What follows belongs to an exercise in optimizing a design on an open flow for small area and few clock cycles per item; a production flow would make more cautious choices. At most, simulation tests tie the RTL to the original design; equivalence was not proved. No driver is modelled on the clock port, so clocking that relies on it looks cheaper here than on a real chip. Power figures rest on the tool's default switching activity, not on a simulated workload.

before:
## rs_pair_enc
module rs_pair_enc (
    input  wire       clk,
    input  wire       rst,
    input  wire       in_valid,
    output wire       in_ready,
    input  wire [9:0] in_sym,
    output wire       out_valid,
    input  wire       out_ready,
    output wire [9:0] out_sym,
    output wire       out_last
);
==> flow/config.mk <==
export PLATFORM = sky130hd
export DESIGN_NAME = rs_pair_enc
export DESIGN_NICKNAME = rs_pair_enc
export VERILOG_FILES = /design/flow/design.v
export SDC_FILE = /design/flow/constraint.sdc
export NUM_CORES = 4
export LEC_CHECK = 0
export CAP_MARGIN = 20
export CORE_MARGIN = 2
export CORE_UTILIZATION = 64
export GPL_ROUTABILITY_DRIVEN = 0
export SLEW_MARGIN = 20
export SYNTH_HIERARCHICAL = 1
export SYNTH_MINIMUM_KEEP_SIZE = 0
==> flow/constraint.sdc <==
create_clock -name core_clock -period 5.0 [get_ports {clk}]
set_input_delay 1.0000 -clock core_clock [delete_from_list [all_inputs] [get_ports {clk}]]
set_output_delay 1.0000 -clock core_clock [all_outputs]
set_load 0.01 [all_outputs]
standard.sh (not shown) runs the stock make flow with config.mk's settings and CLKGATE_MAP_FILE= SYNTH_SCRIPT=/design/flow/synth_recipe.tcl, a recipe that flattens the netlist after the stock synthesis.
==> flow/flow/run.sh <==
#!/bin/bash
# Own flow: the standard layout (standard.sh), with
# - the ports buffered with the smallest buffer,
# - the clock tree built without dummy loads, from clkbuf_8 leaf clusters,
# - after clock tree synthesis and again after global routing, gates and
#   buffers off the critical paths downsized, then slew and capacitance
#   repaired (flow/post_cts.tcl, flow/post_grt.tcl).
# ORFS writes each step's full log under orfs/logs; make's own output goes to
# flow_make.log here.
set -euo pipefail
export BUFFER_PORTS_ARGS="-buffer_cell sky130_fd_sc_hd__buf_1"
export CTS_ARGS="-sink_clustering_enable -repair_clock_nets -dont_use_dummy_load -buf_list {sky130_fd_sc_hd__clkbuf_8} -sink_clustering_size 20 -sink_clustering_max_diameter 60"
export POST_CTS_TCL="$(pwd)/flow/post_cts.tcl"
export POST_GLOBAL_ROUTE_TCL="$(pwd)/flow/post_grt.tcl"
bash standard.sh > flow_make.log 2>&1
==> flow/flow/post_cts.tcl <==
# After clock tree synthesis: downsize gates and buffers on paths with slack
# to spare, then re-legalise.
estimate_parasitics -placement
repair_timing -recover_power 100 -verbose
repair_design -slew_margin 20 -cap_margin 20 -verbose
detailed_placement
estimate_parasitics -placement
report_worst_slack -max
==> flow/flow/post_grt.tcl <==
# After global routing: downsize gates and buffers on paths with slack to spare,
# fix any slew or capacitance this leaves over the margins, re-legalise, and
# write the route guides again for the detailed router.
global_route -start_incremental
repair_timing -recover_power 100 -verbose
estimate_parasitics -global_routing
repair_design -slew_margin 20 -cap_margin 20 -verbose
detailed_placement
global_route -end_incremental
estimate_parasitics -global_routing
report_worst_slack -max
report_check_types -max_slew -max_capacitance
write_guides $::env(RESULTS_DIR)/route.guide
before ran to completion and came out clean on the timing, design-rule and antenna checks.
Testbench counts of before, summed over its fixed seeds: cycles 19,716, items 18.
For after, these inputs were changed with respect to before:
Settings: CORE_UTILIZATION now 78, was 64.
## What came out
- Summary: with before as the reference, reported clock group power in after moved down by a few percent.
- Between after and before, the flip-flop and latch count does not differ in any meaningful way.
- All of after and before finish clean.
- Per the comparison of after with before, via count has increased, routing usage on met3 has increased.
- A capturing element of the worst setup path of r[45] is what before shows, while r[66] belongs to after.
- In the reports for after and before, the larger final non-filler cell area belongs to before.
- Looking at via count of the first global-routing pass, after sits 397 higher than before does.
- after vs before — post-placement setup slack rose 15 ps.
- Measured against each other, after and before differ in sequential share of layout area, the lower figure coming from before.
- Compared after vs before, and length of routed met2 wiring is up in after.
- [after] worst-case setup margin in the final layout rose 33 ps relative to before
- Taking before as the reference point, the final core utilization of after rises by 16 points.

========
rs_pair_enc, a different RTL version from the one above (not shown whole).
Size: ~500 flip-flops, roughly 27 I/O pins, ~15000 um^2 of cells after synthesis.
Settings: LEC_CHECK=0, CAP_MARGIN=20, CORE_MARGIN=2, CORE_UTILIZATION=76, GPL_ROUTABILITY_DRIVEN=0, SLEW_MARGIN=20, SYNTH_HIERARCHICAL=1, SYNTH_MINIMUM_KEEP_SIZE=0; clock period 5.0 ns.
==> flow/flow/run.sh <==
#!/bin/bash
# Own flow: the standard layout (standard.sh), with
# - the ports buffered with the smallest buffer,
# - the clock tree built without dummy loads, from clkbuf_8 leaf clusters,
# - after global routing, gates and buffers off the critical paths downsized
#   (flow/post_grt.tcl), then slew and capacitance repaired again.
# ORFS writes each step's full log under orfs/logs; make's own output goes to
# flow_make.log here.
set -euo pipefail
export BUFFER_PORTS_ARGS="-buffer_cell sky130_fd_sc_hd__buf_1"
export CTS_ARGS="-sink_clustering_enable -repair_clock_nets -dont_use_dummy_load -buf_list {sky130_fd_sc_hd__clkbuf_8} -sink_clustering_size 20 -sink_clustering_max_diameter 60"
export POST_GLOBAL_ROUTE_TCL="$(pwd)/flow/post_grt.tcl"
bash standard.sh > flow_make.log 2>&1
Scripts as last shown in full above: flow/flow/post_grt.tcl
Testbench counts at the start, summed over its fixed seeds: cycles 19,716, items 18.
Change:
==> flow/flow/run.sh (replaced) <==
#!/bin/bash
# Own flow: the standard layout (standard.sh), with
# - the ports buffered with the smallest buffer,
# - the clock tree built without dummy loads, from clkbuf_8 leaf clusters.
set -euo pipefail
export BUFFER_PORTS_ARGS="-buffer_cell sky130_fd_sc_hd__buf_1"
export CTS_ARGS="-sink_clustering_enable -repair_clock_nets -dont_use_dummy_load -buf_list {sky130_fd_sc_hd__clkbuf_8} -sink_clustering_size 20 -sink_clustering_max_diameter 60"
export RECOVER_POWER=100
bash standard.sh > flow_make.log 2>&1
- CORE_UTILIZATION: 76 -> 70
removed: flow/flow/post_grt.tcl
=> Now the flow produced a layout that fails on capacitance limit, slew limit; via count decreases slightly; wire length decreases by a few percent; core utilization decreases by 6.5 points; synthesized cell count does not change.
Change:
--- a/flow/flow/run.sh
+++ b/flow/flow/run.sh
@@ -7,2 +7,2 @@
-export CTS_ARGS="-sink_clustering_enable -repair_clock_nets -dont_use_dummy_load -buf_list {sky130_fd_sc_hd__clkbuf_8} -sink_clustering_size 20 -sink_clustering_max_diameter 60"
-export RECOVER_POWER=100
+export CTS_ARGS="-sink_clustering_enable -repair_clock_nets -dont_use_dummy_load -buf_list {sky130_fd_sc_hd__clkbuf_8} -sink_clustering_size 20 -sink_clustering_max_diameter 50"
+export GPL_KEEP_OVERFLOW=0
- GPL_ROUTABILITY_DRIVEN: 0 -> default
- Now the flow went through all stages and came out clean
- utilization went up by 0.96 points
- via count went down by 3.4%
- clock skew went down by 22 ps
- setup slack got worse by 340 ps
Change:
--- a/flow/flow/run.sh
+++ b/flow/flow/run.sh
@@ -7,2 +7 @@
-export CTS_ARGS="-sink_clustering_enable -repair_clock_nets -dont_use_dummy_load -buf_list {sky130_fd_sc_hd__clkbuf_8} -sink_clustering_size 20 -sink_clustering_max_diameter 50"
-export GPL_KEEP_OVERFLOW=0
+export CTS_ARGS="-sink_clustering_enable -repair_clock_nets -dont_use_dummy_load -buf_list {sky130_fd_sc_hd__clkbuf_8} -sink_clustering_size 20 -sink_clustering_max_diameter 60"
- GPL_ROUTABILITY_DRIVEN: default -> 0
=>
- worst setup slack gets better by 680 ps
- maximum frequency goes up by 17%
- wire length grows by 0.49%
- first-iteration DRC count goes down by 18%
- critical path depth goes up by 2
- power falls by 2.5%
- clock-buffer cell count shrinks by 6
- register-to-register slack improved by 600 ps
Change:
--- a/flow/flow/run.sh
+++ b/flow/flow/run.sh
@@ -7 +7 @@
-export CTS_ARGS="-sink_clustering_enable -repair_clock_nets -dont_use_dummy_load -buf_list {sky130_fd_sc_hd__clkbuf_8} -sink_clustering_size 20 -sink_clustering_max_diameter 60"
+export CTS_ARGS="-sink_clustering_enable -repair_clock_nets -dont_use_dummy_load -buf_list {sky130_fd_sc_hd__clkbuf_8} -sink_clustering_size 20 -sink_clustering_max_diameter 50"
- GPL_ROUTABILITY_DRIVEN: 0 -> default
What happened: Synthesized cell count stays the same. Final cell count is about the same. Design area stays flat. Clock skew came out lower by 8.9 ps. Register-to-register slack improved by 30 ps. Setup slack improved by 35 ps.
Change:
==> flow/flow/run.sh (replaced) <==
#!/bin/bash
# Own flow: the standard layout (standard.sh), with
# - the ports buffered with the smallest buffer,
# - the clock tree built without dummy loads, from clkbuf_8 leaf clusters,
# - after global routing, gates and buffers off the critical paths downsized
#   (flow/post_grt.tcl), then slew and capacitance repaired again.
# ORFS writes each step's full log under orfs/logs; make's own output goes to
# flow_make.log here.
set -euo pipefail
export BUFFER_PORTS_ARGS="-buffer_cell sky130_fd_sc_hd__buf_1"
export CTS_ARGS="-sink_clustering_enable -repair_clock_nets -dont_use_dummy_load -buf_list {sky130_fd_sc_hd__clkbuf_8} -sink_clustering_size 20 -sink_clustering_max_diameter 60"
export POST_CTS_TCL="$(pwd)/flow/post_cts.tcl"
export POST_GLOBAL_ROUTE_TCL="$(pwd)/flow/post_grt.tcl"
bash standard.sh > flow_make.log 2>&1
==> flow/flow/post_cts.tcl (new file) <==
# After clock tree synthesis: downsize gates and buffers on paths with slack
# to spare, then re-legalise.
estimate_parasitics -placement
repair_timing -recover_power 100 -verbose
repair_design -slew_margin 20 -cap_margin 20 -verbose
detailed_placement
estimate_parasitics -placement
report_worst_slack -max
==> flow/flow/post_grt.tcl (new file) <==
# After global routing: downsize gates and buffers on paths with slack to spare,
# fix any slew or capacitance this leaves over the margins, re-legalise, and
# write the route guides again for the detailed router.
global_route -start_incremental
repair_timing -recover_power 100 -verbose
estimate_parasitics -global_routing
repair_design -slew_margin 20 -cap_margin 20 -verbose
detailed_placement
global_route -end_incremental
estimate_parasitics -global_routing
report_worst_slack -max
report_check_types -max_slew -max_capacitance
write_guides $::env(RESULTS_DIR)/route.guide
- GPL_ROUTABILITY_DRIVEN: default -> 0
=> Total power goes down by 0.61%. Flip-flop and latch count stays the same. Sequential power hardly moves. Final cell count stays flat. Core utilization goes down by 0.85 points. Wire length goes up by about 0.35%. Clock power goes down by about 2%. Area after synthesis stays the same. Via count stays flat.

========
Starting RTL as in the previous note.
clock: 5.0 ns
lec_check: 0
cap_margin: 20
core_margin: 2
core_utilization: 70
gpl_routability_driven: 0
slew_margin: 20
synth_hierarchical: 1
synth_minimum_keep_size: 0
==> flow/flow/run.sh <==
#!/bin/bash
# Own flow: the standard layout (standard.sh), with
# - the ports buffered with the smallest buffer,
# - the clock tree built without dummy loads, from clkbuf_8 leaf clusters,
# - after global routing, gates and buffers off the critical paths downsized
#   (flow/post_grt.tcl), then slew and capacitance repaired again.
# - after clock tree synthesis, the data-net buffers left by timing-driven
#   placement replaced by a fresh repair (flow/post_cts.tcl).
# ORFS writes each step's full log under orfs/logs; make's own output goes to
# flow_make.log here.
set -euo pipefail
export BUFFER_PORTS_ARGS="-buffer_cell sky130_fd_sc_hd__buf_1"
export CTS_ARGS="-sink_clustering_enable -repair_clock_nets -dont_use_dummy_load -buf_list {sky130_fd_sc_hd__clkbuf_8} -sink_clustering_size 20 -sink_clustering_max_diameter 60"
export POST_CTS_TCL="$(pwd)/flow/post_cts.tcl"
export POST_GLOBAL_ROUTE_TCL="$(pwd)/flow/post_grt.tcl"
bash standard.sh > flow_make.log 2>&1
==> flow/flow/post_cts.tcl <==
# After clock tree synthesis: take out the buf_4 buffers that timing-driven
# placement left on data nets (not the port buffers or the clock tree), then
# repair slew, capacitance and setup again with today's placement, and
# re-legalise.
proc unbuffer_cells { cells } {
  set n 0
  foreach inst $cells {
    set in_pin [get_pins -of_objects $inst -filter "direction == input"]
    set out_pin [get_pins -of_objects $inst -filter "direction == output"]
    set in_net [get_nets -of_objects $in_pin]
    set out_net [get_nets -of_objects $out_pin]
    if { [llength [get_ports -quiet [get_full_name $out_net]]] ||
         [llength [get_ports -quiet [get_full_name $in_net]]] } {
      continue
    }
    set loads [get_pins -of_objects $out_net -filter "direction == input"]
    disconnect_pin $out_net $out_pin
    disconnect_pin $in_net $in_pin
    foreach p $loads {
      disconnect_pin $out_net $p
      connect_pin $in_net $p
    }
    delete_instance $inst
    delete_net $out_net
    incr n
  }
  return $n
}
set bufs {}
foreach i [get_cells *] {
  if { [string match *__buf_4 [get_property $i ref_name]] } { lappend bufs $i }
}
puts "post_cts: removed [unbuffer_cells $bufs] buffers"
estimate_parasitics -placement
repair_design -slew_margin 20 -cap_margin 20 -verbose
repair_timing -setup -setup_margin 0.2 -verbose
detailed_placement
check_placement -verbose
estimate_parasitics -placement
report_worst_slack -max
report_worst_slack -min
Other scripts of this flow, unchanged in this note and not shown: flow/flow/post_grt.tcl
Testbench counts at the start, summed over its fixed seeds: cycles 19,716, items 18.
Rerun with:
--- a/flow/flow/run.sh
+++ b/flow/flow/run.sh
@@ -4,6 +4,5 @@
 # - the clock tree built without dummy loads, from clkbuf_8 leaf clusters,
-# - after global routing, gates and buffers off the critical paths downsized
-#   (flow/post_grt.tcl), then slew and capacitance repaired again.
-# - after clock tree synthesis, the data-net buffers left by timing-driven
-#   placement replaced by a fresh repair (flow/post_cts.tcl).
+# - after clock tree synthesis and again after global routing, gates and
+#   buffers off the critical paths downsized, then slew and capacitance
+#   repaired (flow/post_cts.tcl, flow/post_grt.tcl).
 # ORFS writes each step's full log under orfs/logs; make's own output goes to
==> flow/flow/post_cts.tcl (replaced) <==
# After clock tree synthesis: downsize gates and buffers on paths with slack
# to spare, then re-legalise.
estimate_parasitics -placement
repair_timing -recover_power 100 -verbose
repair_design -slew_margin 20 -cap_margin 20 -verbose
detailed_placement
estimate_parasitics -placement
report_worst_slack -max
=> The changed run produced a clean layout; worst setup slack gains 0.13 ns; die area stays the same; register-to-register slack improves by 0.13 ns; first-iteration DRC count climbs by 39%; total power hardly moves; fmax goes up by 2.7%.
Rerun with:
==> flow/flow/run.sh (replaced) <==
#!/bin/bash
# Own flow: the standard layout (standard.sh), with
# - the ports buffered with the smallest buffer,
# - the clock tree built without dummy loads, from clkbuf_8 leaf clusters,
# - after global routing, gates and buffers off the critical paths downsized
#   (flow/post_grt.tcl), then slew and capacitance repaired again.
# ORFS writes each step's full log under orfs/logs; make's own output goes to
# flow_make.log here.
set -euo pipefail
export BUFFER_PORTS_ARGS="-buffer_cell sky130_fd_sc_hd__buf_1"
export CTS_ARGS="-sink_clustering_enable -repair_clock_nets -dont_use_dummy_load -buf_list {sky130_fd_sc_hd__clkbuf_8} -sink_clustering_size 22 -sink_clustering_max_diameter 55"
export POST_GLOBAL_ROUTE_TCL="$(pwd)/flow/post_grt.tcl"
bash standard.sh > flow_make.log 2>&1
removed: flow/flow/post_cts.tcl
Outcome: The new run completed without violations; synthesized cell count does not change; cell area stays flat; hold slack gets better by 0.041 ns; clock skew hardly moves.
Rerun with:
--- a/flow/flow/run.sh
+++ b/flow/flow/run.sh
@@ -10,3 +10,3 @@
 export BUFFER_PORTS_ARGS="-buffer_cell sky130_fd_sc_hd__buf_1"
-export CTS_ARGS="-sink_clustering_enable -repair_clock_nets -dont_use_dummy_load -buf_list {sky130_fd_sc_hd__clkbuf_8} -sink_clustering_size 22 -sink_clustering_max_diameter 55"
+export CTS_ARGS="-sink_clustering_enable -repair_clock_nets -dont_use_dummy_load -buf_list {sky130_fd_sc_hd__clkbuf_8} -sink_clustering_size 20 -sink_clustering_max_diameter 60"
 export POST_GLOBAL_ROUTE_TCL="$(pwd)/flow/post_grt.tcl"
What happened: The changed run went through all stages and came out clean. Die area does not change. Worst setup slack improved by 0.048 ns. Cell count stays flat. Synthesized cell count does not change. Final area stays flat. Non-clock buffer count stays the same. Total power is higher by 0.36%. Clock-buffer cell count is higher by 1.

========
Setup of the baseline:
Another version of the RTL of rs_pair_enc (not shown whole).
Size: ~1100 cells after synthesis, about 500 flip-flops, about 27 I/O pins.
Settings: LEC_CHECK=0, CAP_MARGIN=20, CORE_MARGIN=2, CORE_UTILIZATION=65, GPL_TIMING_DRIVEN=0, SLEW_MARGIN=20, SYNTH_HIERARCHICAL=1, SYNTH_MINIMUM_KEEP_SIZE=0; clock period 5.0 ns.
run.sh (not shown) runs the stock make flow with config.mk's settings and CLKGATE_MAP_FILE= SYNTH_SCRIPT=/design/flow/synth_recipe.tcl, a recipe that flattens the netlist after the stock synthesis.
Stock flow here: none of the scripts above is used.
The baseline finished end to end and its layout was clean on timing, DRC and antenna.
> inputs changed (the baseline -> the candidate)
==> flow/flow/run.sh (new file) <==
#!/bin/bash
# Own flow: the standard layout, with the clock tree built without dummy
# loads and from small clock buffers.
set -euo pipefail
export CTS_ARGS="-sink_clustering_enable -repair_clock_nets -dont_use_dummy_load -buf_list {sky130_fd_sc_hd__clkbuf_2 sky130_fd_sc_hd__clkbuf_4 sky130_fd_sc_hd__clkbuf_8}"
bash standard.sh > flow_make.log 2>&1
==> flow/standard.sh (new file) <==
#!/bin/bash
# synth_recipe.tcl (not shown) runs the flow's synth.tcl, then flattens the netlist and writes it again
# the make line also repeats each setting of config.mk as NAME=value (left out here)
make -C /OpenROAD-flow-scripts/flow DESIGN_CONFIG=/design/flow/config.mk WORK_HOME=/design/flow/orfs CLKGATE_MAP_FILE= SYNTH_SCRIPT=/design/flow/synth_recipe.tcl "${@:-finish}"
removed: flow/run.sh
Findings:
Sequential share of cell area (higher): the candidate
Against the baseline, final cell count in the candidate fell slightly.
In the tables for the candidate and the baseline, design area reads lower with the candidate.
Sort the candidate and the baseline by fmax asc -> top: the baseline
The baseline → the candidate: number of optimization iterations in the first detailed-route pass shows a reduction of 1, setup slack increased 54 ps, number of violations reported at the end of detailed-routing iteration 0 decreased 125.
Of the candidate and the baseline, the lower portion of total power attributed to sequential cells belongs to the baseline.
Re arrival time of data at the critical path endpoint: the candidate and the baseline aren't equal, and the lower value belongs to the candidate.
Diff the baseline..the candidate | number of vias in the routed layout | negligible
No run of this note included a check of the RTL's function; only the layout flow was run.

[afterwards: timing with drivers on the ports]
No port has a modelled driver above. Below, the same layouts with a new extraction and two added sets of constraints. Step 1 (the two cells are an assumption about what drives the block):
set clk [get_ports {clk}]
set_driving_cell -lib_cell sky130_fd_sc_hd__clkbuf_16 $clk
set_driving_cell -lib_cell sky130_fd_sc_hd__buf_2 [delete_from_list [all_inputs] $clk]
Step 2, shift: input delay + t, output delay - t, t = (earliest + latest rising clock arrival at the registers) / 2. This alone moves slack from input paths to output paths. a / b / c = ideal ports / drivers / drivers and shift; a / b = the first two.
run | t, ns | setup WS [ns] | worst slew at a driven data input, ns | pins driven straight from the clock port
before | 0.641 | 0.221 / 0.221 / -0.233 | 0.03 | 1
after | 0.619 | 0.253 / 0.253 / -0.234 | 0.04 | 1
the first run of note 2 | 0.625 | 0.499 / 0.499 / 0.224 | 0.03 | 1
the second run of note 2 | 0.631 | 0.549 / 0.549 / 0.356 | 0.04 | 1
the third run of note 2 | 0.574 | 0.210 / 0.232 / -0.342 | 0.03 | 1
the fourth run of note 2 | 0.632 | 0.893 / 0.893 / 0.497 | 0.04 | 1
the fifth run of note 2 | 0.623 | 0.928 / 0.928 / 0.524 | 0.04 | 1
the sixth run of note 2 | 0.631 | 0.348 / 0.348 / 0.020 | 0.04 | 1
the first run of note 3 | 0.631 | 0.221 / 0.221 / -0.377 | 0.04 | 1
the second run of note 3 | 0.631 | 0.348 / 0.348 / 0.020 | 0.04 | 1
the third run of note 3 | 0.625 | 0.527 / 0.527 / 0.308 | 0.04 | 1
the fourth run of note 3 | 0.631 | 0.575 / 0.575 / 0.345 | 0.04 | 1
the baseline | 0.584 | 0.231 / 0.254 / -0.330 | 0.03 | 1
the candidate | 0.597 | 0.285 / 0.304 / -0.292 | 0.03 | 1
With both steps, setup timing fails in 6 of these runs, where it was met with ideal ports. The setup slack of the first run of note 3, which loses most, moves by 0.000 ns with the drivers and by -0.598 ns with both steps.
